This design comes from an exercise in tuning for small area on the open sky130 flow, not from production work.
In this exercise RTL edits were held to simulation tests only and were not proved equivalent to the original.

Design rds_group_decoder, start of the top module:
module rds_group_decoder (
    input  wire        clk,
    input  wire        rst,           
    input  wire [1:0]  mode,          
    input  wire [1:0]  corr,          
    input  wire [3:0]  loss_n,        
    input  wire        lock,          
    input  wire        bit_valid,
    input  wire        bit_in,
    output wire [1:0]  rds_sync,      
    output reg         rec_valid,
    output wire [15:0] rec_blk_a,
    output wire [15:0] rec_blk_b,
    output wire [15:0] rec_blk_c,
    output wire [15:0] rec_blk_d,
    output wire [7:0]  rec_bstat,
    output wire [5:0]  rec_flags,
    output wire [4:0]  rec_cbits,
    output wire [15:0] rec_pi_conf,
    output wire        sync_evt,
    output reg  [2:0]  sync_off,
    output reg         loss_evt,
    output wire        loss_cause,    
    output reg         pi_evt,
    output wire [15:0] pi_new
);
    localparam [9:0] OFS_A  = 10'h0FC;
    localparam [9:0] OFS_B  = 10'h198;
    localparam [9:0] OFS_C  = 10'h168;
    localparam [9:0] OFS_CP = 10'h350;
    localparam [9:0] OFS_D  = 10'h1B4;
    localparam [9:0] OFS_E  = 10'h000;
    localparam [9:0] X26    = 10'h0EE;    
    localparam [1:0] ST_OK    = 2'd0;
    localparam [1:0] ST_SMALL = 2'd1;
    localparam [1:0] ST_LARGE = 2'd2;
    localparam [1:0] ST_BAD   = 2'd3;
  ...
For scale: about 180 flip-flops, ~140 I/O pins, ~8800 um^2 of cells after synthesis.
Settings: LEC_CHECK=0, ABC_AREA=1, CAP_MARGIN=0, CORE_MARGIN=2, CORE_UTILIZATION=40, CTS_BUF_LIST=sky130_fd_sc_hd__clkbuf_8, CTS_CLUSTER_SIZE=16, GPL_TIMING_DRIVEN=0, PLACE_DENSITY=0.6, SLEW_MARGIN=0; clock period 12.0 ns.
standard.sh (not shown) runs the stock make flow with config.mk's settings and CLKGATE_MAP_FILE= SYNTH_SCRIPT=/design/flow/synth_recipe.tcl, a recipe that flattens the netlist after the stock synthesis.
==> flow/flow/run.sh <==
#!/bin/bash
# The standard layout, with these changes:
#  - synthesis maps the logic with an area-oriented ABC script (flow/area.abc);
#    adders are left to ABC; registers, flattening and renaming are as in
#    the standard flow's own synthesis script (flow/synth_area.tcl);
#  - each input and output port gets the smallest buffer, buf_1;
#  - clock tree: buf_8 clock buffers for clusters of up to 16 registers, a
#    buf_4 at the root, and no dummy loads.
set -euo pipefail
here=$(pwd)
export AREA_ABC_SCRIPT="$here/flow/area.abc"
bash standard.sh SYNTH_SCRIPT="$here/flow/synth_area.tcl" \
    SYNTH_INSBUF=0 BUFFER_PORTS_ARGS="-buffer_cell sky130_fd_sc_hd__buf_1" \
    CTS_ARGS="-sink_clustering_enable -repair_clock_nets -sink_clustering_size 16 -buf_list sky130_fd_sc_hd__clkbuf_8 -root_buf sky130_fd_sc_hd__clkbuf_4 -dont_use_dummy_load" \
    finish > standard_flow.log 2>&1
==> flow/flow/area.abc <==
strash
&get -n
&deepsyn -T 60
&put
dch -f
amap
topo
==> flow/flow/synth_area.tcl <==
# The standard flow's synthesis script (synth_recipe.tcl), with the logic mapped for area:
# ABC runs flow/area.abc instead of ORFS's script, and adders are left to ABC
# rather than extracted as half and full adder cells. Registers, flattening
# and renaming are as in the standard flow's script.
proc synth {args} { yosys synth -nofsm -noshare {*}$args }
proc extract_fa {args} {}
proc abc {args} {
  set i [lsearch -exact $args -script]
  if { $i >= 0 } { lset args [expr {$i + 1}] $::env(AREA_ABC_SCRIPT) }
  yosys abc {*}$args
}
source $::env(SCRIPTS_DIR)/synth.tcl
# left out here: clear keep_hierarchy, flatten, clean up, hide names made inside functions, write 1_2_yosys.v
The starting point passed the timing, design-rule and antenna checks.
Change:
==> flow/flow/run.sh (replaced) <==
#!/bin/bash
set -euo pipefail
here=$(pwd)
export AREA_ABC_SCRIPT="$here/flow/area.abc"
bash standard.sh SYNTH_SCRIPT="$here/flow/synth_area.tcl" \
    SYNTH_INSBUF=0 BUFFER_PORTS_ARGS="-buffer_cell sky130_fd_sc_hd__buf_1" finish > standard_flow.log 2>&1
Effect: Wire length shrinks by a few percent. Register-to-register slack improved by 0.17 ns. Die area came out lower slightly. Area after synthesis shrinks slightly.

-- re-timing with driven ports --
Ports are ideal in the flow. The routed layouts listed here were re-timed in OpenROAD. Step 1 (the two cells are an assumption about what drives the block):
set clk [get_ports {clk}]
set_driving_cell -lib_cell sky130_fd_sc_hd__clkbuf_16 $clk
set_driving_cell -lib_cell sky130_fd_sc_hd__buf_2 [delete_from_list [all_inputs] $clk]
Step 2 also shifts input and output timing later by t, the mid clock arrival at the registers, as if the neighbouring blocks saw the same clock. Three values: ideal, step 1, step 2; two values: the first two.
run	t, ns	setup slack, ns	worst setup path at the end	pins driven straight from the clock port
the first run	0.662	4.845 / 4.798 / 4.517	input to register	1
the second run	0.512	4.673 / 4.690 / 4.179	input to register	1
After both steps every run listed still meets setup and hold. The setup slack of the second run, which loses most, moves by +0.017 ns with the drivers and by -0.494 ns with both steps.
